What follows belongs to an exercise in optimizing a design on an open flow for small area; a production flow would make more cautious choices.
Where RTL was checked, it was by simulation tests only, not by an equivalence proof against the original.
The RTL of runs 1 and 2 was laid out without a check of its function.
No activity file was given, so power comes from the tool's default toggle rates.

## flow/design.v

```verilog
module treadle_law (
    input  wire               clk,
    input  wire               rst,       
    input  wire               sample,    
    input  wire               first,     
    input  wire               bias,      
    input  wire signed [31:0] r,
    input  wire signed [31:0] y,
    input  wire signed [23:0] kp,
    input  wire signed [23:0] ki,
    input  wire signed [23:0] kd,
    input  wire signed [23:0] kf,
    input  wire        [4:0]  shift,
    input  wire        [15:0] u0,
    input  wire        [15:0] umin,
    input  wire        [15:0] umax,
    output reg         [15:0] u,
    output reg                upd,       
    output reg                sat,
    output reg                hold
);
    localparam HW = 51;           
    reg        [47:0] integ;      
    reg        [31:0] y_q;        
    reg        [31:0] yp_q;       
    reg        [31:0] r_q;
    reg        [31:0] x_q;        
    reg        [71:0] chain;      
    reg        [23:0] ki_q;       
    reg      [HW-1:0] h;          
    reg               ovf;        
    reg               ovf_s;      
    reg        [15:0] u0_q;       
    reg        [15:0] umin_q, umax_q;
    reg        [4:0]  skip;       
    reg               dly;        
    reg               iz;         
    reg               sh0;        
    reg        [3:0]  ncol;       
    reg               bias_q;
    reg               started;
    reg               busy;
    reg        [6:0]  cnt;
    reg        [1:0]  ph;         
    reg               cy;         
    reg               unz;        
    wire first_eff = first | ~started;
    wire [71:0] chain_ld;
    genvar gj;
    generate
        for (gj = 0; gj < 12; gj = gj + 1) begin : g_ld
            assign chain_ld[2*((3*gj+14)%36) +: 2] = kp[2*gj +: 2];
            assign chain_ld[2*((3*gj+15)%36) +: 2] = kd[2*gj +: 2];
            assign chain_ld[2*((3*gj+16)%36) +: 2] = kf[2*gj +: 2];
        end
    endgenerate
    reg horner;                   
    reg in_s;                     
    reg in_fl;                    
    reg preload;                  
    reg satchk;                   
    wire lsb = (in_s & ph == 2'd2) | in_fl;
    wire sel_dy = in_s && ph == 2'd0;     
    wire sel_r  = in_s && ph == 2'd1;     
    wire [31:0] pa = sel_dy ? yp_q : r_q;
    wire [31:0] pb = sel_r ? 32'd0 : y_q;
    wire [32:0] pd;
    tl_cia #(.N(33), .B1(11), .B2(22)) u_sub (
        .a({pa[31], pa}), .b(~{pb[31], pb}), .ci(1'b1), .s(pd), .co());
    wire        p_ovh = ~sel_r & ~pd[32] & pd[31];
    wire        p_ovl = ~sel_r & pd[32] & (~pd[31] | ~|pd[30:0]);
    wire [31:0] px = p_ovh ? 32'h7FFFFFFF :
                     p_ovl ? 32'h80000001 : pd[31:0];
    wire horner_n  = ~rst & busy & ((cnt >= 7'd1 && cnt <= 7'd12) | (cnt >= 7'd73 && cnt <= 7'd84));
    wire v_last_n  = ~rst & busy & ((cnt == 7'd12) | (cnt == 7'd84));
    wire in_s_n    = ~rst & busy & (cnt >= 7'd14 && cnt <= 7'd49);
    wire s_first_n = ~rst & busy & (cnt >= 7'd14 && cnt <= 7'd16);
    wire in_fl_n   = ~rst & busy & (cnt >= 7'd50 && cnt <= 7'd61);
    wire [1:0] ph_n = (ph == 2'd2) ? 2'd0 : ph + 2'd1;
    wire b2n = horner_n ? ki_q[21] : chain[3];
    wire b1n = horner_n ? ki_q[20] : chain[2];
    wire b0n = horner_n ? (ki_q[19] & ~v_last_n) : (chain[69] & ~s_first_n);
    wire dyc_n = in_s_n & (ph_n == 2'd1);
    wire bz_n  = in_fl_n | ~(horner_n | in_s_n) | (horner_n & cnt[6] & hold & iz) | (dyc_n & iz);
    reg  b_one, b_two, b_neg;
    wire [33:0] xs  = {{2{x_q[31]}}, x_q};
    wire [33:0] mag = b_one ? xs : (b_two ? {xs[32:0], 1'b0} : 34'd0);
    wire [33:0] tt  = mag ^ {34{b_neg}};
    wire [HW-1:0] opa = horner ? {h[HW-3:0], integ[23:22] & {2{~iz}}} : h;
    wire [33:0] sum_lo;
    wire        c34;
    tl_cia #(.N(34), .B1(12), .B2(23)) u_add (
        .a(opa[33:0]), .b(tt), .ci(b_neg), .s(sum_lo), .co(c34));
    localparam UW = HW - 34;
    wire          up_inc = c34 & ~tt[33];
    wire          up_dec = ~c34 & tt[33];
    wire [UW-1:0] up_one, up_zero;
    assign up_one[0]  = 1'b1;
    assign up_zero[0] = 1'b1;
    genvar gk;
    generate
        for (gk = 1; gk < UW; gk = gk + 1) begin : g_up
            assign up_one[gk]  = up_one[gk-1] & opa[33+gk];
            assign up_zero[gk] = up_zero[gk-1] & ~opa[33+gk];
        end
    endgenerate
    wire [UW-1:0] sum_hi = opa[HW-1:34] ^
                           (({UW{up_inc}} & up_one) | ({UW{up_dec}} & up_zero));
    wire [HW-1:0] sum = {sum_hi, sum_lo};
    wire          v_min = (&h[HW-1:47]) & ~|h[46:0];    
    wire          h_ovf = ~(&h[HW-1:47]) & (|h[HW-1:47]);
    wire          satv  = ovf | h_ovf | v_min;
    wire          sgn   = ovf ? ovf_s : h[HW-1];
    wire [HW-1:0] satc  = sgn ? {{(HW-47){1'b1}}, 46'd0, 1'b1}
                              : {{(HW-47){1'b0}}, {47{1'b1}}};
    wire [HW-1:0] ld    = preload ? ({{(HW-24){integ[47]}}, integ[47:24]} & {HW{~iz}}) : satc;
    wire          load  = preload | (satchk & satv);
    wire [1:0]  sp   = sh0 ? {sum[0], dly} : sum[1:0];
    wire        col  = (skip == 5'd0) & (ncol != 4'd8);
    wire        upp  = (ncol == 4'd8);
    wire [2:0]  ssum = {1'b0, sp} + (col ? {1'b0, u0_q[1:0]} : 3'd0) + {2'b0, cy};
    wire        h_z  = ~|h[8:0] & ~(sh0 & dly);
    wire        h_m1 = &h[8:0] & (~sh0 | dly);
    wire        top_zero = (h_z & ~cy) | (h_m1 & cy);
    wire        top_neg  = h[8] & ~(h_m1 & cy);
    wire [15:0] w        = u0_q;
    wire        vbig     = ~top_neg & (~top_zero | unz);
    wire        w_gt_max, w_lt_min;
    tl_gt #(.N(16)) u_gt (.a(w), .b(umax_q), .gt(w_gt_max));
    tl_gt #(.N(16)) u_lt (.a(umin_q), .b(w), .gt(w_lt_min));
    wire        v_hi     = vbig | (~top_neg & w_gt_max);
    wire        v_lo     = top_neg | (~vbig & w_lt_min);
    wire        cutoff   = bias_q & ($signed(y_q) > 32'sd35000);
    wire        e_pos    = ~x_q[31] & |x_q;
    wire        e_neg    = x_q[31];
    always @(posedge clk) begin
        x_q   <= px;
        ki_q  <= {ki_q[21:0], ki_q[23:22]};
        chain <= {chain[1:0], chain[71:2]};
        ph    <= ph_n;
        horner  <= horner_n;
        in_s    <= in_s_n;
        in_fl   <= in_fl_n;
        b_one   <= ~bz_n & (b1n ^ b0n);
        b_two   <= ~bz_n & ((b2n & ~b1n & ~b0n) | (~b2n & b1n & b0n));
        b_neg   <= ~bz_n & (b2n ^ dyc_n);
        preload <= busy & (cnt == 7'd72);
        satchk  <= busy & ((cnt == 7'd13) | (cnt == 7'd85));
        cnt   <= cnt + 7'd1;
        upd   <= 1'b0;
        if (load)
            h <= ld;
        else if (lsb)
            h <= {{2{sum[HW-1]}}, sum[HW-1:2]};
        else
            h <= sum;
        if (preload)
            ovf <= 1'b0;
        else if ((horner | satchk) & h_ovf & ~ovf) begin
            ovf   <= 1'b1;
            ovf_s <= h[HW-1];
        end
        if (rst) begin
            busy    <= 1'b0;
            horner  <= 1'b0;
            in_s    <= 1'b0;
            in_fl   <= 1'b0;
            preload <= 1'b0;
            satchk  <= 1'b0;
            started <= 1'b0;
            u       <= 16'd0;
            sat     <= 1'b0;
            hold    <= 1'b0;
        end else if (sample && !busy) begin
            busy    <= 1'b1;
            started <= 1'b1;
            cnt     <= 7'd1;
            preload <= 1'b1;
            ph      <= 2'd1;
            ncol    <= 4'd0;
            cy      <= 1'b0;
            unz     <= 1'b0;
            r_q     <= r;
            y_q     <= y;
            yp_q    <= y_q;
            iz      <= first_eff;
            ki_q    <= {ki[1:0], ki[23:2]};
            chain   <= chain_ld;
            u0_q    <= u0;
            dly     <= 1'b0;
            umin_q  <= umin;
            umax_q  <= umax;
            skip    <= {1'b0, shift[4:1]} + {4'd0, shift[0]};
            sh0     <= shift[0];
            bias_q  <= bias;
        end else if (busy) begin
            if (horner)
                integ[23:0] <= {integ[21:0], integ[23:22]};
            if (cnt == 7'd87 && (!hold || iz))
                integ <= h[47:0];
            if (lsb) begin
                dly <= sum[1];
                if (skip != 5'd0)
                    skip <= skip - 5'd1;
                else
                    cy <= ssum[2];
                if (col) begin
                    u0_q <= {ssum[1:0], u0_q[15:2]};
                    ncol <= ncol + 4'd1;
                end
                if (upp)
                    unz <= unz | ssum[1] | ssum[0];
            end
            if (cnt == 7'd63) begin
                upd <= 1'b1;
                if (cutoff) begin
                    u    <= 16'd0;
                    sat  <= 1'b1;
                    hold <= e_pos;
                end else if (v_hi) begin
                    u    <= umax_q;
                    sat  <= 1'b1;
                    hold <= e_pos;
                end else if (v_lo) begin
                    u    <= umin_q;
                    sat  <= 1'b1;
                    hold <= e_neg;
                end else begin
                    u    <= w;
                    sat  <= 1'b0;
                    hold <= 1'b0;
                end
            end
            if (cnt == 7'd87)
                busy <= 1'b0;
        end
    end
endmodule
module tl_cia #(parameter N = 34, parameter B1 = 12, parameter B2 = 23) (
    input  wire [N-1:0] a,
    input  wire [N-1:0] b,
    input  wire         ci,
    output wire [N-1:0] s,
    output wire         co
);
    wire [N:0]   c;
    wire [N-1:0] s0;
    wire [N-1:0] pre;     
    genvar i;
    generate
        for (i = 0; i < N; i = i + 1) begin : g
            wire cin = (i == 0) ? ci : ((i == B1 || i == B2) ? 1'b0 : c[i]);
            assign s0[i]  = a[i] ^ b[i] ^ cin;
            assign c[i+1] = (a[i] & b[i]) | (a[i] & cin) | (b[i] & cin);
            if (i == B1 || i == B2 || i == 0)
                assign pre[i] = 1'b1;
            else
                assign pre[i] = pre[i-1] & s0[i-1];
        end
    endgenerate
    wire cb1 = c[B1];
    wire p1  = pre[B2-1] & s0[B2-1];
    wire cb2 = c[B2] | (p1 & cb1);
    wire p2  = pre[N-1] & s0[N-1];
    assign co = c[N] | (p2 & cb2);
    generate
        for (i = 0; i < N; i = i + 1) begin : g2
            if (i < B1)
                assign s[i] = s0[i];
            else if (i < B2)
                assign s[i] = s0[i] ^ (cb1 & pre[i]);
            else
                assign s[i] = s0[i] ^ (cb2 & pre[i]);
        end
    endgenerate
endmodule
module tl_gt #(parameter N = 16) (
    input  wire [N-1:0] a,
    input  wire [N-1:0] b,
    output wire         gt
);
    wire [N:0] g;
    assign g[0] = 1'b0;
    genvar i;
    generate
        for (i = 0; i < N; i = i + 1) begin : g_c
            wire nb = ~b[i];
            assign g[i+1] = (a[i] & nb) | (a[i] & g[i]) | (nb & g[i]);
        end
    endgenerate
    assign gt = g[N];
endmodule
```

## flow/constraint.sdc

```tcl
create_clock -name core_clock -period 10.0 [get_ports {clk}]
set_input_delay 2.0000 -clock core_clock [delete_from_list [all_inputs] [get_ports {clk}]]
set_output_delay 2.0000 -clock core_clock [all_outputs]
set_load 0.01 [all_outputs]
```

## flow/flow/run.sh

```bash
#!/bin/bash
# Standard layout, with buf_1 cells as the port buffers.
set -euo pipefail
bash standard.sh 'BUFFER_PORTS_ARGS=-buffer_cell sky130_fd_sc_hd__buf_1' finish > standard_make.log 2>&1
```

## flow/config.mk

```make
export PLATFORM = sky130hd
export DESIGN_NAME = treadle_law
export DESIGN_NICKNAME = treadle_law
export VERILOG_FILES = /design/flow/design.v
export SDC_FILE = /design/flow/constraint.sdc
export NUM_CORES = 4
export LEC_CHECK = 0
export CAP_MARGIN = 20
export CORE_MARGIN = 2
export CORE_UTILIZATION = 80
export CTS_BUF_LIST = sky130_fd_sc_hd__clkbuf_16
export CTS_CLUSTER_DIAMETER = 80
export CTS_CLUSTER_SIZE = 24
export PLACE_DENSITY = 0.9
export SLEW_MARGIN = 20
```

## flow/standard.sh

```bash
#!/bin/bash
# synth_recipe.tcl (not shown) runs the flow's synth.tcl, then flattens the netlist and writes it again
# the make line also repeats each setting of config.mk as NAME=value (left out here)
make -C /OpenROAD-flow-scripts/flow DESIGN_CONFIG=/design/flow/config.mk WORK_HOME=/design/flow/orfs CLKGATE_MAP_FILE= SYNTH_SCRIPT=/design/flow/synth_recipe.tcl "${@:-finish}"
```

==> out/qor.csv, run 1 <==
stage,metric,value,unit
yosys,avgSynthCellArea,10.14,um^2
setup_path,r2r_end,h[48],
drt,wl_met3,5646,um
drt,via_per_inst,6.658,
timing,period_share,92.80,%
drt,drtAntennaViolNets,0,
setup_path,crit_family,adder cells,
worst_hold_path,hold_class,register to register,
clock_tree,clk_latency,0.55,ns
drt,post_drt_wl_per_cell,21.22,um
timing,clock_skew,0.02228,ns
drt,highest_layer,met4,
floorplanning,die_w,165.1,um
grt,grt.total_usage,39.68,%
clock_tree,cts_root_buffer,clkbuf_16,
timing,tns,0,ns
setup_path,cp_slowest_cell,fa_1,
worst_hold_path,holdCritStartpoint,ki_q[23],
timing,drv_slew,0,
pwr,p_leak,8.483,nW
pwr,p_per_area,242.4,nW/um^2
finish,drive_above_1_share,5.824,%
drt,vias,17060,
drt,drcViolationCount,0,
placed_design,portBuffers,236,
grt,grt-ovfl-total,0,
floorplanning,start_util,82.03,%
yosys,synth_top_area_share,30.07,%
worst_hold_path,hold_path_depth,2,
clock_tree,clk_path_buf_depth,3,
status,status,"complete, no violations",
placed_design,place_hpwl,36980,um
finish,final_common_cell,nand2_1,
placed_design,dp_cells,2526,
setup_path,critPathMaxStageDelay,0.54,ns
timing,rsz0062_at_grt,no,
setup_path,regToRegSetupSlack,0.72,ns
timing,maxSlewHeadroom,18.33,%
clock_tree,postCtsHoldBufs,0,
drt,wl,54360,um
yosys,ys_ff_latch,426,
finish,area_growth,8.245,%
clock_tree,cts_resized,0,
yosys,ys_warn_count,1,
timing,max_freq,107.8,MHz
clock_tree,cts_setup_buffers,0,
finish,postLayoutCoreUtil,88.79,%
setup_path,start_kind,register,
drt,wl_met1,19220,um
timing,finalSetupViolCount,0,
yosys,synth_ff_type,dfxtp_1,
setup_path,crit_top_cell,fa_1,
floorplanning,io_pins,237,
yosys,synth-async-reset-ratio,0,%
pwr,ir_drop,0.1910,mV
worst_hold_path,hold_end,ki_q[1],
finish,nets,2518,
finish,antenna_cells,0,
pwr,finalPower,5.451,mW
timing,fin_ws,0.7200,ns
drt,drtPass1Iterations,6,
setup_path,path_class,register to register,
yosys,syn_inst,2048,
setup_path,crit_path_end_kind,register,
placed_design,dpl_worst_slack,0.8197,ns
setup_path,path_buf_inv,3,
yosys,synth.distinct_cells,79,
drt,dr.first_iter.drc_count,2460,
grt,antenna_found_initial,0,
setup_path,rr_worst_depth,31,
setup_path,r2r-start,b_two,
grt,grt_pass1_wl,83940,um
clock_tree,htree_levels,1,
floorplanning,num_rows,58,
timing,finalCriticalPeriod,9.280,ns
floorplanning,dieArea,27270,um^2
floorplanning,die_h,165.1,um
setup_path,crit_required,10.46,ns
grt,grt_max_degree,168,
clock_tree,cts.sinks,426,
clock_tree,cts_buffers,21,
yosys,syn_nets,2347,
timing,final_hold_viol_count,0,
yosys,yosys-top-cells-area,"edfxtp_1 30%, dfxtp_1 21%, nand2_1 8.0%, fa_1 6.0%, mux2_2 3.1%",
yosys,ys_seq_area_share,51.07,%
yosys,synthesis.area,20770,um^2
drt,met2_length,26340,um
grt,grt_pass1_vias,16090,
yosys,synth_edf_count,208,
flow_run,drv_cap,0,
timing,tightestPinTransition,1.194,ns
clock_tree,clkTransAtPathRegs,0.10,ns
yosys,synth_largest_area_cell,edfxtp_1,
clock_tree,cts_tree,built,
finish,final_cells,2562,
finish,layout_common_cells,"442 x nand2_1, 236 x buf_1, 217 x dfxtp_1, 208 x edfxtp_1, 118 x a21oi_1",
setup_path,cp.arrival,9.74,ns
floorplanning,core,25330,um^2
placed_design,gp_congestion,1.030,
setup_path,worstPathMaxFanout,30,
-- sequential cells by signal, indices dropped and copies added (netlist names), 2 cells and up --
name and flops:
yp_q 32, umax_q 16, ki_q 24, umin_q 16, ph 2, ncol 4, integ 48, x_q 32
y_q 32, u0_q 16, r_q 32, cnt 7, skip 5, u 16, chain 72, h 51
-- metrics by stage --
step,hold WS [ns],instance area [um^2]
6_report,0.4216,22490
5_1_grt,0.4375,22490
4_1_cts,0.4244,22460
3_5_place_dp,0.4065,21850
3_3_place_gp,0.4013,21850
2_1_floorplan,0.3988,20770
-- power by group --
part | total (mW) | switching [mW] | internal, mW | leakage [nW]
Combinational | 2.01 | 1.20 | 0.815 | 4.41
Clock | 0.946 | 0.544 | 0.402 | 0.341
Sequential | 2.49 | 0.342 | 2.15 | 3.73
-- worst max path at each step --
stage,start,endpoint,slack (ns),cells after the start
2_1_floorplan,horner,h[48],0.47,33
3_3_place_gp,b_two,h[48],1.15,31
3_5_place_dp,b_two,h[48],0.82,31
4_1_cts,b_two,h[48],0.77,31
5_1_grt,b_two,h[48],0.30,31
6_report,b_two,h[48],0.72,31
-- metal layers --
layer  GRT usage (%)  vias to the layer above
met1           49.97                     7985
met3           7.892                      289
met2           66.27                     1262
met5               0                        -
met4           19.01                        0
li1                -                     7522
-- layout make-up --
class	instances	area (um^2)
fillers	1178	2839
well taps	330	412.9
clock buffers	22	550.5
flip-flops and latches	426	10610
multi-input cells	1448	9560
repair buffers	257	1044
clock inverters	14	57.56
inverters	65	251.5
-- tightest hold or removal path: cells and delay by family (launching register included) --
family	cells	cell delay (ns)
DFF	1	0.31
and+or+nand+nor	2	0.09
-- cells by family after synthesis --
logic type / count (synthesis) / synth area share [%]
mux: 120 / 6.125
simple gates: 774 / 17.01
compound gates: 382 / 11.53
xor+xnor: 87 / 3.668
flops: 426 / 51.07
fa+ha+maj: 85 / 7.312
buf+inv: 174 / 3.276
-- cells in the mapped netlist (18+ instances only) --
cell / count
nand2_1: 442
dfxtp_1: 218
edfxtp_1: 208
a21oi_1: 121
nor2_1: 86
clkbuf_1: 82
o21ai_0: 82
mux2i_1: 63
fa_1: 62
inv_1: 62
mux2_2: 57
xnor2_1: 47
a22oi_1: 40
xor2_1: 40
nand3_1: 32
nor3_1: 32
nor4_1: 32
nand2b_1: 28
nor2b_1: 24
and2_1: 22
a211oi_1: 19
ha_1: 19
a31oi_1: 18
==> run 2: changes to the inputs <==
--- a/flow/config.mk
+++ b/flow/config.mk
@@ -7,3 +7,3 @@
 export LEC_CHECK = 0
-export CAP_MARGIN = 20
+export CAP_MARGIN = 10
 export CORE_MARGIN = 2
@@ -14,2 +14,2 @@
 export PLACE_DENSITY = 0.9
-export SLEW_MARGIN = 20
+export SLEW_MARGIN = 10
==> run 2 against run 1 <==
- register-to-register slack about the same
- count of clock-buffer cells in the layout unchanged
- synthesized area unchanged
- via count down 0.26%
- clock skew up 0.0029 ns
- critical path type unchanged
- still clean
- largest cell class unchanged
- synthesized cell count unchanged
- sequential share of layout area about the same
- fmax about the same
- routed wire length about the same
- die area unchanged
==> out/qor.csv, run 2 <==
stage,metric,value,unit,change
status,status,"complete, no violations",,
drt,post_drt_wl_per_cell,21.21,um,about the same
drt,drtAntennaViolNets,0,,unchanged
finish,area_growth,8.203,%,about the same
grt,grt_max_degree,168,,unchanged
setup_path,regToRegSetupSlack,0.72,ns,about the same
grt,grt-ovfl-total,0,,unchanged
drt,vias,17010,,-0.26%
placed_design,gp_congestion,1.030,,unchanged
pwr,p_per_area,242.5,nW/um^2,about the same
setup_path,worstPathMaxFanout,30,,unchanged
placed_design,portBuffers,236,,unchanged
flow_run,drv_cap,0,,unchanged
floorplanning,die_w,165.1,um,unchanged
yosys,ys_seq_area_share,51.07,%,unchanged
setup_path,rr_worst_depth,31,,unchanged
drt,wl,54370,um,about the same
yosys,synth_ff_type,dfxtp_1,,
yosys,yosys-top-cells-area,"edfxtp_1 30%, dfxtp_1 21%, nand2_1 8.0%, fa_1 6.0%, mux2_2 3.1%",,
yosys,synth_largest_area_cell,edfxtp_1,,
setup_path,cp.arrival,9.74,ns,about the same
setup_path,path_class,register to register,,
clock_tree,clkTransAtPathRegs,0.10,ns,about the same
grt,grt.total_usage,39.68,%,unchanged
setup_path,crit_path_end_kind,register,,
finish,reg_top3,"chain (72), h (51), integ (48)",,
yosys,syn_nets,2347,,unchanged
yosys,synth.distinct_cells,79,,unchanged
drt,via_per_inst,6.638,,-0.30%
setup_path,critPathMaxStageDelay,0.55,ns,about the same
timing,holdWs,0.4204,ns,-0.001150 ns
yosys,synthesis.area,20770,um^2,unchanged
floorplanning,core,25330,um^2,unchanged
grt,grt_pass1_vias,16090,,unchanged
placed_design,dpl_worst_slack,0.8197,ns,unchanged
floorplanning,die_h,165.1,um,unchanged
timing,finalCriticalPeriod,9.280,ns,+0.0002560 ns
finish,drive_above_1_share,5.822,%,about the same
timing,rsz0062_at_grt,no,,
finish,layout_common_cells,"442 x nand2_1, 236 x buf_1, 217 x dfxtp_1, 208 x edfxtp_1, 118 x a21oi_1",,
drt,dr.first_iter.drc_count,2648,,+7.6%
drt,drcViolationCount,0,,unchanged
clock_tree,clk_latency,0.56,ns,about the same
yosys,synth_edf_count,208,,unchanged
floorplanning,io_pins,237,,unchanged
setup_path,start_kind,register,,
grt,antenna_found_initial,0,,unchanged
yosys,synth-async-reset-ratio,0,%,unchanged
yosys,ys_warn_count,1,,unchanged
finish,nFillCells,1183,,+0.42%
yosys,ys_top_cells_by_count,"442 x nand2_1, 218 x dfxtp_1, 208 x edfxtp_1, 121 x a21oi_1, 86 x nor2_1",,
placed_design,place_hpwl,36980,um,unchanged
finish,final_common_cell,nand2_1,,
worst_hold_path,hold_path_depth,2,,unchanged
floorplanning,start_util,82.03,%,unchanged
finish,seq_area,10610,um^2,unchanged
floorplanning,num_rows,58,,unchanged
worst_hold_path,hold_end,ki_q[1],,
timing,max_freq,107.8,MHz,about the same
timing,drv_slew,0,,unchanged
yosys,yosysMostFrequentCell,nand2_1,,
pwr,ir_drop,0.1909,mV,about the same
clock_tree,cts_setup_buffers,0,,unchanged
worst_hold_path,hold_class,register to register,,
finish,nets,2519,,+0.040%
clock_tree,cts_root_buffer,clkbuf_16,,
worst_hold_path,holdCritStartpoint,ki_q[23],,
timing,finalSetupViolCount,0,,unchanged
timing,clock_skew,0.02518,ns,+0.002900 ns
clock_tree,cts_buffers,21,,unchanged
setup_path,crit_top_cell,fa_1,,
yosys,ys_ff_latch,426,,unchanged
yosys,avgSynthCellArea,10.14,um^2,unchanged
setup_path,r2r_end,h[48],,
floorplanning,dieArea,27270,um^2,unchanged
yosys,synth_top_area_share,30.07,%,unchanged
timing,fin_ws,0.7197,ns,-0.0002560 ns
clock_tree,postCtsHoldBufs,0,,unchanged
setup_path,r2r-start,b_two,,
finish,largest_reg_flops,72,,unchanged
timing,period_share,92.80,%,about the same
clock_tree,cts_tree,built,,
finish,postLayoutCoreUtil,88.76,%,about the same
finish,largest-register,chain,,
timing,tns,0,ns,unchanged
setup_path,cp_slowest_cell,fa_1,,
finish,multi_input_area,9544,um^2,-0.17%
timing,maxSlewHeadroom,22.53,%,+4.2 points
yosys,syn_inst,2048,,unchanged
clock_tree,clk_path_buf_depth,3,,unchanged
finish,antenna_cells,0,,unchanged
clock_tree,cts.sinks,426,,unchanged
setup_path,crit_required,10.46,ns,about the same
clock_tree,htree_levels,1,,unchanged
timing,final_hold_viol_count,0,,unchanged
clock_tree,cts_resized,0,,unchanged
drt,drtPass1Iterations,8,,+2
grt,grt_pass1_wl,83940,um,unchanged
pwr,finalPower,5.452,mW,about the same
pwr,p_leak,8.487,nW,about the same
timing,tightestPinTransition,1.162,ns,-0.03213 ns
## run 2: cells by family after synthesis
logic type / synth area share (%)
XOR/XNOR: 3.668
multiplexers: 6.125
AO/OA/AOI/OAI: 11.53
AND/OR/NAND/NOR: 17.01
flip-flops: 51.07
buffers and inverters: 3.276
adder cells (fa/ha/maj): 7.312
## run 2: through the flow
| step | instances | cell area, um^2 |
|---|---|---|
| 3_3_place_gp | 2526 | 21850 |
| 4_1_cts | 2562 | 22460 |
| 6_report | 2563 | 22480 |
| 3_5_place_dp | 2526 | 21850 |
| 2_1_floorplan | 2048 | 20770 |
| 5_1_grt | 2563 | 22480 |
## run 2: worst max-delay path by stage
stage	to	slack, ns	from	cells past startpoint
after floorplan	h[48]	0.47	horner	33
after global placement	h[48]	1.15	b_two	31
after detailed placement	h[48]	0.82	b_two	31
after CTS	h[48]	0.77	b_two	31
after global routing	h[48]	0.30	b_two	31
final	h[48]	0.72	b_two	31
## run 2: layout make-up
class                           count  area share (%)
Clock buffer                       22           2.449
Timing Repair Buffer              258           4.675
Clock inverter                     14          0.2560
Inverter                           65           1.119
Tap cell                          330           1.837
Sequential cell                   426           47.21
Multi-Input combinational cell   1448           42.46
## run 2: critical path, delay by kind of cell (launching register included)
| family | cells | cell delay [ns] |
|---|---|---|
| AOI/OAI and AO/OA | 6 | 1.66 |
| DFF | 1 | 0.35 |
| muxes | 1 | 0.14 |
| and+or+nand+nor | 7 | 1.99 |
| adders and majority gates | 12 | 4.26 |
| buffers and inverters | 3 | 0.41 |
| xor gates and xnor gates | 2 | 0.37 |
## run 2: power by group
group | switching, mW | internal, mW
Sequential | 0.343 | 2.15
Combinational | 1.20 | 0.815
Clock | 0.544 | 0.402
## run 2: layer usage
metal | GRT usage (%) | up-vias | share of wire (%)
li1 | - | 7529 | -
met1 | 49.97 | 7943 | 35
met2 | 66.27 | 1250 | 48
met3 | 7.892 | 292 | 11
met4 | 19.01 | 0 | 5.7
met5 | 0 | - | 0
==> run 3: changes to the inputs <==
--- a/flow/design.v
+++ b/flow/design.v
@@ -82,3 +82,3 @@
     wire b0n = horner_n ? (ki_q[19] & ~v_last_n) : (chain[69] & ~s_first_n);
-    wire dyc_n = in_s_n & (ph_n == 2'd1);
+    wire dyc_n = in_s_n & (ph_n == 2'd1);    
     wire bz_n  = in_fl_n | ~(horner_n | in_s_n) | (horner_n & cnt[6] & hold & iz) | (dyc_n & iz);
--- a/flow/config.mk
+++ b/flow/config.mk
@@ -7,3 +7,3 @@
 export LEC_CHECK = 0
-export CAP_MARGIN = 10
+export CAP_MARGIN = 20
 export CORE_MARGIN = 2
@@ -14,2 +14,2 @@
 export PLACE_DENSITY = 0.9
-export SLEW_MARGIN = 10
+export SLEW_MARGIN = 20
==> run 3 against run 2 <==
- still clean on timing, DRC and antenna
- total power hardly changed
- synthesized area stayed put
- synthesized cell count stayed put
- die area stayed put
- hold slack better by 0.0011 ns
- via count is 0.26% higher
- final area hardly changed
- clock power hardly changed
- routed wire length hardly changed
- worst setup slack hardly changed
- combinational power hardly changed
- highest routed layer unchanged
==> out/qor.csv, run 3 <==
stage,metric,value,unit,change
worst_hold_path,hold_path_depth,2,,unchanged
grt,grt_max_degree,168,,unchanged
worst_hold_path,hold_end,ki_q[1],,
floorplanning,core,25330,um^2,unchanged
timing,finalSetupViolCount,0,,unchanged
flow_run,drv_cap,0,,unchanged
timing,tns,0,ns,unchanged
finish,seq_area,10610,um^2,unchanged
setup_path,start_kind,register,,
floorplanning,io_pins,237,,unchanged
clock_tree,clk_latency,0.55,ns,about the same
clock_tree,cts_buffers,21,,unchanged
timing,drv_slew,0,,unchanged
grt,antenna_found_initial,0,,unchanged
yosys,synth_largest_area_cell,edfxtp_1,,
yosys,synth.distinct_cells,79,,unchanged
grt,grt-ovfl-total,0,,unchanged
finish,nets,2518,,-0.040%
setup_path,crit_path_end_kind,register,,
finish,largest-register,chain,,
drt,via_per_inst,6.658,,+0.30%
finish,final_cells,2562,,-0.039%
finish,drive_above_1_share,5.824,%,about the same
timing,finalCriticalPeriod,9.280,ns,-0.0002560 ns
drt,dr.first_iter.drc_count,2460,,-7.1%
floorplanning,die_w,165.1,um,unchanged
timing,maxSlewHeadroom,18.33,%,-4.2 points
clock_tree,postCtsHoldBufs,0,,unchanged
setup_path,crit_required,10.46,ns,about the same
timing,max_freq,107.8,MHz,about the same
pwr,p_leak,8.483,nW,about the same
drt,drcViolationCount,0,,unchanged
drt,vias,17060,,+0.26%
timing,tightestPinTransition,1.194,ns,+0.03213 ns
yosys,synthesis.area,20770,um^2,unchanged
finish,nFillCells,1178,,-0.42%
floorplanning,start_util,82.03,%,unchanged
finish,multi_input_area,9560,um^2,+0.17%
finish,largest_reg_flops,72,,unchanged
worst_hold_path,hold_class,register to register,,
yosys,synth_ff_type,dfxtp_1,,
timing,clock_skew,0.02228,ns,-0.002900 ns
setup_path,critPathMaxStageDelay,0.54,ns,about the same
setup_path,r2r_end,h[48],,
clock_tree,cts_setup_buffers,0,,unchanged
yosys,ys_ff_latch,426,,unchanged
pwr,finalPower,5.451,mW,about the same
yosys,synth_top_area_share,30.07,%,unchanged
setup_path,cp.arrival,9.74,ns,about the same
yosys,synth_edf_count,208,,unchanged
finish,final_common_cell,nand2_1,,
drt,drtAntennaViolNets,0,,unchanged
floorplanning,die_h,165.1,um,unchanged
yosys,yosysMostFrequentCell,nand2_1,,
yosys,yosys-top-cells-area,"edfxtp_1 30%, dfxtp_1 21%, nand2_1 8.0%, fa_1 6.0%, mux2_2 3.1%",,
placed_design,place_hpwl,36980,um,unchanged
timing,period_share,92.80,%,about the same
finish,antenna_cells,0,,unchanged
timing,holdWs,0.4216,ns,+0.001150 ns
pwr,ir_drop,0.1910,mV,about the same
setup_path,regToRegSetupSlack,0.72,ns,about the same
placed_design,dp_cells,2526,,unchanged
setup_path,worstPathMaxFanout,30,,unchanged
placed_design,gp_congestion,1.030,,unchanged
pwr,p_per_area,242.4,nW/um^2,about the same
timing,final_hold_viol_count,0,,unchanged
timing,fin_ws,0.7200,ns,+0.0002560 ns
status,status,"complete, no violations",,
grt,grt_pass1_vias,16090,,unchanged
setup_path,path_class,register to register,,
floorplanning,dieArea,27270,um^2,unchanged
clock_tree,clkTransAtPathRegs,0.10,ns,about the same
drt,wl,54360,um,about the same
yosys,syn_inst,2048,,unchanged
yosys,ys_seq_area_share,51.07,%,unchanged
clock_tree,cts_root_buffer,clkbuf_16,,
finish,layout_common_cells,"442 x nand2_1, 236 x buf_1, 217 x dfxtp_1, 208 x edfxtp_1, 118 x a21oi_1",,
drt,drtPass1Iterations,6,,-2
setup_path,cp_slowest_cell,fa_1,,
placed_design,dpl_worst_slack,0.8197,ns,unchanged
setup_path,rr_worst_depth,31,,unchanged
yosys,ys_warn_count,1,,unchanged
worst_hold_path,holdCritStartpoint,ki_q[23],,
placed_design,portBuffers,236,,unchanged
clock_tree,cts.sinks,426,,unchanged
setup_path,r2r-start,b_two,,
clock_tree,htree_levels,1,,unchanged
clock_tree,clk_path_buf_depth,3,,unchanged
grt,grt.total_usage,39.68,%,unchanged
setup_path,crit_top_cell,fa_1,,
drt,post_drt_wl_per_cell,21.22,um,about the same
timing,rsz0062_at_grt,no,,
yosys,synth-async-reset-ratio,0,%,unchanged
yosys,syn_nets,2347,,unchanged
finish,reg_top3,"chain (72), h (51), integ (48)",,
floorplanning,num_rows,58,,unchanged
clock_tree,cts_resized,0,,unchanged
yosys,avgSynthCellArea,10.14,um^2,unchanged
finish,area_growth,8.245,%,about the same
yosys,ys_top_cells_by_count,"442 x nand2_1, 218 x dfxtp_1, 208 x edfxtp_1, 121 x a21oi_1, 86 x nor2_1",,
clock_tree,cts_tree,built,,
grt,grt_pass1_wl,83940,um,unchanged
run 3: cell counts after synthesis:
Identical to the previous run, type by type.
run 3: critical path: cells and delay by family, from the launching register on:
kind | cells | cell delay, ns
compound gates | 6 | 1.67
xor+xnor | 2 | 0.37
fa+ha+maj | 12 | 4.27
buf+inv | 3 | 0.41
flops | 1 | 0.35
mux | 1 | 0.14
simple gates | 7 | 1.98
run 3: layout make-up:
cell class,instances,area share [%]
Sequential cell,426,47.19
Timing Repair Buffer,257,4.640
Multi-Input combinational cell,1448,42.51
Clock buffer,22,2.448
Tap cell,330,1.836
Clock inverter,14,0.2559
Inverter,65,1.118
run 3: worst max-delay path by stage:
stage | startpoint | to | cells after the start | slack [ns]
floorplan | horner | h[48] | 33 | 0.47
global placement | b_two | h[48] | 31 | 1.15
detailed placement | b_two | h[48] | 31 | 0.82
CTS | b_two | h[48] | 31 | 0.77
global route | b_two | h[48] | 31 | 0.30
finish | b_two | h[48] | 31 | 0.72
run 3: where the power goes:
group / leakage [nW] / switching, mW / internal (mW)
combinational: 4.41 / 1.20 / 0.815
clock: 0.341 / 0.544 / 0.402
sequential: 3.73 / 0.342 / 2.15
total: 8.48 / 2.08 / 3.37
run 3: kinds of logic after synthesis:
kind of cell	count (synthesis)	share of synthesized area, %
AOI/OAI and AO/OA	382	11.53
xor gates and xnor gates	87	3.668
adders and majority gates	85	7.312
buffers and inverters	174	3.276
DFF	426	51.07
muxes	120	6.125
and+or+nand+nor	774	17.01
run 3: routing by layer:
metal	global-route usage, %	vias up	part of all wire (%)
met5	0	-	0
met4	19.01	0	5.8
met2	66.27	1262	48
li1	-	7522	-
met3	7.892	289	10
met1	49.97	7985	35
run 3: per-stage QoR:
step / utilization [%] / area, um^2
after detailed placement: 86.26 / 21850
after global placement: 86.26 / 21850
final: 88.79 / 22490
after global routing: 88.79 / 22490
after floorplan: - / 20770
after CTS: 88.66 / 22460
==> run 4: changes to the inputs <==
--- a/flow/config.mk
+++ b/flow/config.mk
@@ -10,5 +10,5 @@
 export CORE_UTILIZATION = 80
-export CTS_BUF_LIST = sky130_fd_sc_hd__clkbuf_16
-export CTS_CLUSTER_DIAMETER = 80
-export CTS_CLUSTER_SIZE = 24
+export CTS_BUF_LIST = sky130_fd_sc_hd__clkbuf_8
+export CTS_CLUSTER_DIAMETER = 70
+export CTS_CLUSTER_SIZE = 14
 export PLACE_DENSITY = 0.9
==> run 4 against run 3 <==
- synthesized cell count stayed put
- clock skew grew 0.0055 ns
- global-route usage grew 0.18 points
- sequential power is essentially flat
- fmax decreased by 0.15%
- combinational power barely moved
- total power shrank 0.66%
- sequential cell count unchanged
- first-iteration DRC count decreased by 4.2%
- highest routed layer unchanged
==> out/qor.csv, run 4 <==
stage,metric,value,unit,change
status,status,"complete, no violations",,
clock_tree,clk_path_buf_depth,3,,unchanged
yosys,synth_top_area_share,30.07,%,unchanged
yosys,ys_top_cells_by_count,"442 x nand2_1, 218 x dfxtp_1, 208 x edfxtp_1, 121 x a21oi_1, 86 x nor2_1",,
timing,rsz0062_at_grt,no,,
finish,reg_top3,"chain (72), h (51), integ (48)",,
yosys,ys_seq_area_share,51.07,%,unchanged
yosys,yosysMostFrequentCell,nand2_1,,
setup_path,r2r_end,h[47],,
worst_hold_path,holdCritStartpoint,ki_q[23],,
clock_tree,cts_setup_buffers,0,,unchanged
clock_tree,cts.sinks,426,,unchanged
drt,post_drt_wl_per_cell,21.27,um,+0.24%
timing,fin_ws,0.7060,ns,-0.01395 ns
setup_path,crit_family,adder cells,,
timing,tns,0,ns,unchanged
finish,antenna_cells,0,,unchanged
timing,clock_skew,0.02778,ns,+0.005494 ns
finish,nets,2533,,+0.60%
grt,grt_pass1_wl,84250,um,+0.37%
yosys,synth_ff_type,dfxtp_1,,
timing,finalSetupViolCount,0,,unchanged
clock_tree,postCtsHoldBufs,0,,unchanged
floorplanning,num_rows,58,,unchanged
setup_path,start_kind,register,,
setup_path,cp_slowest_cell,fa_1,,
flow_run,drv_cap,0,,unchanged
finish,multi_input_area,9560,um^2,unchanged
timing,maxSlewHeadroom,16.18,%,-2.2 points
worst_hold_path,hold_path_depth,2,,unchanged
timing,tightestPinTransition,1.226,ns,+0.03145 ns
clock_tree,cts_root_buffer,clkbuf_8,,
yosys,synth.distinct_cells,79,,unchanged
drt,wl,55000,um,+1.2%
finish,drive_above_1_share,6.516,%,+0.69 points
pwr,p_leak,8.521,nW,+0.44%
setup_path,worstPathMaxFanout,30,,unchanged
drt,drtAntennaViolNets,0,,unchanged
setup_path,crit_top_cell,fa_1,,
yosys,ys_warn_count,1,,unchanged
grt,grt-ovfl-total,0,,unchanged
setup_path,cp.arrival,9.76,ns,+0.02 ns
finish,layout_common_cells,"442 x nand2_1, 236 x buf_1, 217 x dfxtp_1, 208 x edfxtp_1, 118 x a21oi_1",,
yosys,synth_edf_count,208,,unchanged
finish,area_growth,8.197,%,about the same
clock_tree,cts_buffers,36,,+71%
grt,grt_max_degree,168,,unchanged
setup_path,r2r-start,b_two,,
setup_path,rr_worst_depth,31,,unchanged
finish,seq_area,10610,um^2,unchanged
floorplanning,die_w,165.1,um,unchanged
floorplanning,start_util,82.03,%,unchanged
floorplanning,core,25330,um^2,unchanged
setup_path,regToRegSetupSlack,0.71,ns,about the same
setup_path,path_buf_inv,3,,unchanged
drt,dr.first_iter.drc_count,2357,,-4.2%
drt,via_per_inst,6.568,,-1.4%
setup_path,crit_path_end_kind,register,,
placed_design,gp_congestion,1.030,,unchanged
grt,grt.total_usage,39.87,%,+0.18 points
yosys,avgSynthCellArea,10.14,um^2,unchanged
setup_path,crit_required,10.47,ns,about the same
setup_path,path_class,register to register,,
timing,finalCriticalPeriod,9.294,ns,+0.01395 ns
timing,period_share,92.94,%,+0.14 points
worst_hold_path,hold_class,register to register,,
placed_design,portBuffers,236,,unchanged
timing,max_freq,107.6,MHz,-0.15%
finish,final_common_cell,nand2_1,,
clock_tree,cts_resized,0,,unchanged
pwr,p_per_area,240.9,nW/um^2,-0.62%
yosys,synth_largest_area_cell,edfxtp_1,,
grt,antenna_found_initial,0,,unchanged
worst_hold_path,hold_end,ki_q[1],,
placed_design,place_hpwl,36980,um,unchanged
grt,grt_pass1_vias,16420,,+2.0%
yosys,synthesis.area,20770,um^2,unchanged
yosys,yosys-top-cells-area,"edfxtp_1 30%, dfxtp_1 21%, nand2_1 8.0%, fa_1 6.0%, mux2_2 3.1%",,
timing,final_hold_viol_count,0,,unchanged
finish,largest_reg_flops,72,,unchanged
finish,nFillCells,1190,,+1.0%
yosys,syn_inst,2048,,unchanged
clock_tree,htree_levels,2,,+1
clock_tree,clkTransAtPathRegs,0.10,ns,about the same
yosys,syn_nets,2347,,unchanged
placed_design,dpl_worst_slack,0.8197,ns,unchanged
clock_tree,clk_latency,0.58,ns,+0.03 ns
setup_path,critPathMaxStageDelay,0.54,ns,about the same
finish,largest-register,chain,,
yosys,synth-async-reset-ratio,0,%,unchanged
floorplanning,die_h,165.1,um,unchanged
timing,drv_slew,0,,unchanged
drt,drcViolationCount,0,,unchanged
drt,drtPass1Iterations,10,,+4
clock_tree,cts_tree,built,,
pwr,ir_drop,0.1987,mV,+4.0%
yosys,ys_ff_latch,426,,unchanged
setup_path,crit_path_start,b_two,,
drt,vias,16980,,-0.43%
floorplanning,io_pins,237,,unchanged
floorplanning,dieArea,27270,um^2,unchanged
==> run 4: worst max path at each step <==
stage               depth (start not counted)  slack [ns]    end
floorplan                                  33        0.47  h[48]
global placement                           31        1.15  h[48]
detailed placement                         31        0.82  h[48]
CTS                                        31        0.78  h[48]
global route                               31        0.25  h[48]
finish                                     31        0.71  h[47]
==> run 4: power breakdown <==
part	switching (mW)	internal, mW
clock	0.572	0.340
sequential	0.341	2.15
combinational	1.20	0.814
==> run 4: layout make-up <==
type,count,share of cell area [%]
well taps,330,1.837
inverters,65,1.119
multi-input cells,1448,42.53
clock inverters,24,0.4564
clock buffers,36,2.204
flip-flops and latches,426,47.21
repair buffers,257,4.642
==> run 4: kinds of logic (layout without fill, tap and decap cells) <==
family	after synthesis	after routing	share of synthesized area (%)
AOI/OAI and AO/OA	382	382	11.53
muxes	120	120	6.125
buffers and inverters	174	382	3.276
xor gates and xnor gates	87	87	3.668
adders and majority gates	85	85	7.312
and+or+nand+nor	774	774	17.01
DFF	426	426	51.07
==> run 4: stage by stage <==
step                      hold slack (ns)  power, mW  instance area, um^2  util, %  std cells
after floorplan                    0.3988      3.864                20770        -       2048
after detailed placement           0.4065      4.425                21850    86.26       2526
final                              0.4217      5.415                22480    88.75       2586
after global placement             0.4013      4.286                21850    86.26       2526
after global routing               0.4377      5.668                22480    88.75       2586
after CTS                          0.4242      5.322                22450    88.62       2586
==> run 4: worst min-delay path, cell delays in order (launching register included) <==
cell,delay (ns)
dfxtp_1,0.31
nand2_1,0.05
nand2_1,0.04
==> run 4: routing by layer <==
metal	part of all wire, %	wire, um	global-route usage, %
met1	35	19350	49.85
met2	49	26860	67.69
met3	11	5931	7.193
met4	5.2	2862	18.77
met5	0	0	0
==> run 5: changes to the inputs <==
--- a/flow/config.mk
+++ b/flow/config.mk
@@ -9,3 +9,3 @@
 export CORE_MARGIN = 2
-export CORE_UTILIZATION = 80
+export CORE_UTILIZATION = 82
 export CTS_BUF_LIST = sky130_fd_sc_hd__clkbuf_8
@@ -13,3 +13,3 @@
 export CTS_CLUSTER_SIZE = 14
-export PLACE_DENSITY = 0.9
+export PLACE_DENSITY = 0.92
 export SLEW_MARGIN = 20
==> run 5 against run 4 <==
- combinational power barely moved
- non-clock buffer count rose by 4
- core utilization rose by 1.2 points
- clock skew rose by 0.00079 ns
- synthesized cell count did not move
- fmax fell by 0.74%
- via count rose by 1.7%
- critical path type unchanged
==> out/qor.csv, run 5 <==
stage,metric,value,unit,change
status,status,"complete, no violations",,
timing,tns,0,ns,unchanged
timing,finalSetupViolCount,0,,unchanged
grt,grt_pass1_vias,16940,,+3.2%
drt,dr.first_iter.drc_count,2743,,+16%
worst_hold_path,hold_class,register to register,,
finish,final_common_cell,nand2_1,,
yosys,ys_warn_count,1,,unchanged
yosys,synth_top_area_share,30.07,%,unchanged
placed_design,gp_congestion,0.9169,,-11%
yosys,syn_nets,2347,,unchanged
grt,antenna_found_initial,0,,unchanged
timing,period_share,93.64,%,+0.70 points
yosys,yosysMostFrequentCell,nand2_1,,
finish,postLayoutCoreUtil,89.95,%,+1.2 points
setup_path,critPathMaxStageDelay,0.54,ns,about the same
setup_path,crit_top_cell,fa_1,,
finish,nets,2537,,+0.16%
yosys,synth_ff_type,dfxtp_1,,
floorplanning,num_rows,58,,unchanged
timing,rsz0062_at_grt,no,,
setup_path,start_kind,register,,
setup_path,crit_path_end_kind,register,,
grt,grt.total_usage,43.00,%,+3.1 points
placed_design,dpl_cell_area,21880,um^2,+0.14%
clock_tree,cts_setup_buffers,0,,unchanged
pwr,p_per_area,242.0,nW/um^2,+0.46%
finish,drive_above_1_share,6.723,%,+0.21 points
placed_design,dpl_worst_slack,0.7578,ns,-0.06189 ns
flow_run,drv_cap,0,,unchanged
floorplanning,core,25040,um^2,-1.1%
floorplanning,io_pins,237,,unchanged
clock_tree,clkTransAtPathRegs,0.09,ns,about the same
clock_tree,postCtsHoldBufs,0,,unchanged
grt,grt_max_degree,103,,-39%
pwr,finalPower,5.450,mW,+0.65%
clock_tree,cts_root_buffer,clkbuf_8,,
yosys,syn_inst,2048,,unchanged
finish,largest_reg_flops,72,,unchanged
floorplanning,die_w,163.2,um,-1.2%
timing,clock_skew,0.02856,ns,+0.0007882 ns
yosys,synthesis.area,20770,um^2,unchanged
finish,design_area,22520,um^2,+0.19%
finish,final_cells,2591,,+0.19%
drt,drtPass1Iterations,7,,-3
clock_tree,cts_buffers,36,,unchanged
yosys,avgSynthCellArea,10.14,um^2,unchanged
clock_tree,cts_tree,built,,
timing,maxSlewHeadroom,17.67,%,+1.5 points
placed_design,place_hpwl,38810,um,+4.9%
drt,drtAntennaViolNets,0,,unchanged
timing,max_freq,106.8,MHz,-0.74%
yosys,synth.distinct_cells,79,,unchanged
grt,grt_pass1_wl,89240,um,+5.9%
yosys,ys_seq_area_share,51.07,%,unchanged
drt,via_per_inst,6.667,,+1.5%
floorplanning,dieArea,26620,um^2,-2.4%
setup_path,crit_required,10.47,ns,about the same
finish,largest-register,chain,,
finish,reg_top3,"chain (72), h (51), integ (48)",,
clock_tree,cts_resized,0,,unchanged
setup_path,cp_slowest_cell,fa_1,,
finish,layout_common_cells,"442 x nand2_1, 236 x buf_1, 217 x dfxtp_1, 208 x edfxtp_1, 118 x a21oi_1",,
clock_tree,clk_path_buf_depth,3,,unchanged
clock_tree,cts.sinks,426,,unchanged
setup_path,path_class,register to register,,
yosys,synth-async-reset-ratio,0,%,unchanged
drt,post_drt_wl_per_cell,22.18,um,+4.3%
yosys,ys_ff_latch,426,,unchanged
drt,wl,57470,um,+4.5%
drt,vias,17270,,+1.7%
yosys,synth_largest_area_cell,edfxtp_1,,
floorplanning,die_h,163.2,um,-1.2%
timing,tightestPinTransition,1.204,ns,-0.02173 ns
pwr,ir_drop,0.1860,mV,-6.4%
yosys,synth_edf_count,208,,unchanged
clock_tree,htree_levels,2,,unchanged
grt,grt-ovfl-total,0,,unchanged
pwr,p_leak,8.539,nW,+0.21%
finish,antenna_cells,0,,unchanged
yosys,yosys-top-cells-area,"edfxtp_1 30%, dfxtp_1 21%, nand2_1 8.0%, fa_1 6.0%, mux2_2 3.1%",,
timing,finalCriticalPeriod,9.364,ns,+0.06978 ns
yosys,ys_top_cells_by_count,"442 x nand2_1, 218 x dfxtp_1, 208 x edfxtp_1, 121 x a21oi_1, 86 x nor2_1",,
finish,area_growth,8.401,%,
floorplanning,start_util,82.98,%,+0.95 points
timing,drv_slew,0,,unchanged
drt,drcViolationCount,0,,unchanged
timing,final_hold_viol_count,0,,unchanged
setup_path,cp.arrival,9.83,ns,+0.07 ns
timing,holdWs,0.4284,ns,+0.006674 ns
timing,fin_ws,0.6362,ns,-0.06978 ns
setup_path,worstPathMaxFanout,30,,unchanged
placed_design,dp_cells,2530,,+0.16%
clock_tree,clk_latency,0.58,ns,about the same
placed_design,portBuffers,236,,unchanged
==> run 5: report_power, final <==
part / total (mW) / leakage, nW / switching, mW / internal, mW
Clock: 0.934 / 0.384 / 0.579 / 0.355
Sequential: 2.50 / 3.73 / 0.345 / 2.15
Combinational: 2.02 / 4.42 / 1.20 / 0.818
==> run 5: logic make-up (layout without fill, tap and decap cells) <==
| logic type | count (synthesis) | count (layout) | share of synthesized area (%) |
|---|---|---|---|
| AND/OR/NAND/NOR | 774 | 774 | 17.01 |
| buffers and inverters | 174 | 387 | 3.276 |
| XOR/XNOR | 87 | 87 | 3.668 |
| AO/OA/AOI/OAI | 382 | 382 | 11.53 |
| multiplexers | 120 | 120 | 6.125 |
| flip-flops | 426 | 426 | 51.07 |
| adder cells (fa/ha/maj) | 85 | 85 | 7.312 |
==> run 5: layout make-up <==
class,instances,area [um^2]
Clock buffer,38,523.0
Clock inverter,23,98.84
Fill cell,1048,2516
Inverter,65,251.5
Multi-Input combinational cell,1448,9549
Sequential cell,426,10610
Tap cell,330,412.9
Timing Repair Buffer,261,1074
==> run 5: worst paths after layout <==
kind         startpoint      end  slack [ns]  depth (start not counted)
min reg2reg    ki_q[23]  ki_q[1]        0.43                          2
max               b_two    h[48]        0.64                         31
max reg2reg       b_two    h[48]        0.64                         31
min            ki_q[23]  ki_q[1]        0.43                          2
==> run 5: layer usage <==
layer	track usage, %	up-vias	wire length [um]
li1	-	7565	-
met1	53.70	8002	19930
met2	72.04	1387	27860
met3	8.634	319	6404
met4	21.20	0	3281
met5	0	-	0
==> run 5: critical path: cells and delay by family, from the launching register on <==
kind	cells	cell delay, ns
muxes	1	0.17
xor gates and xnor gates	2	0.37
and+or+nand+nor	7	2.03
buffers and inverters	3	0.41
adders and majority gates	12	4.26
AOI/OAI and AO/OA	6	1.65
DFF	1	0.34

==> static timing again, ports no longer ideal <==
In the flow no input, the clock included, has a driving cell. The finished layouts below were timed again as built, in two steps. Step 1, drivers: a clkbuf_16 drives clk and a buf_2 each remaining input, both assumed. Step 2 moves the port delays by t, midway between the first and last clock arrival at a register: inputs arrive t later, outputs are due t later. That takes back most of the time a late clock gives input paths. Three values: ideal, step 1, step 2; two values: the first two.
run | shift t [ns] | slack for setup (ns) | hold slack, ns | clock arrival spread, ns | worst data-port slew with drivers (ns)
run 1 | 0.597 | 0.720 / 0.720 / 0.720 | 0.422 / 0.422 / 0.422 | 0.025 / 0.025 | 0.07
run 2 | 0.598 | 0.720 / 0.720 / 0.720 | 0.420 / 0.420 / 0.420 | 0.026 / 0.026 | 0.06
run 3 | 0.597 | 0.720 / 0.720 / 0.720 | 0.422 / 0.422 / 0.422 | 0.025 / 0.025 | 0.07
run 4 | 0.621 | 0.706 / 0.706 / 0.706 | 0.422 / 0.422 / 0.422 | 0.028 / 0.029 | 0.07
run 5 | 0.612 | 0.636 / 0.636 / 0.636 | 0.428 / 0.428 / 0.428 | 0.031 / 0.030 | 0.08
After both steps setup and hold are still met in every run listed.
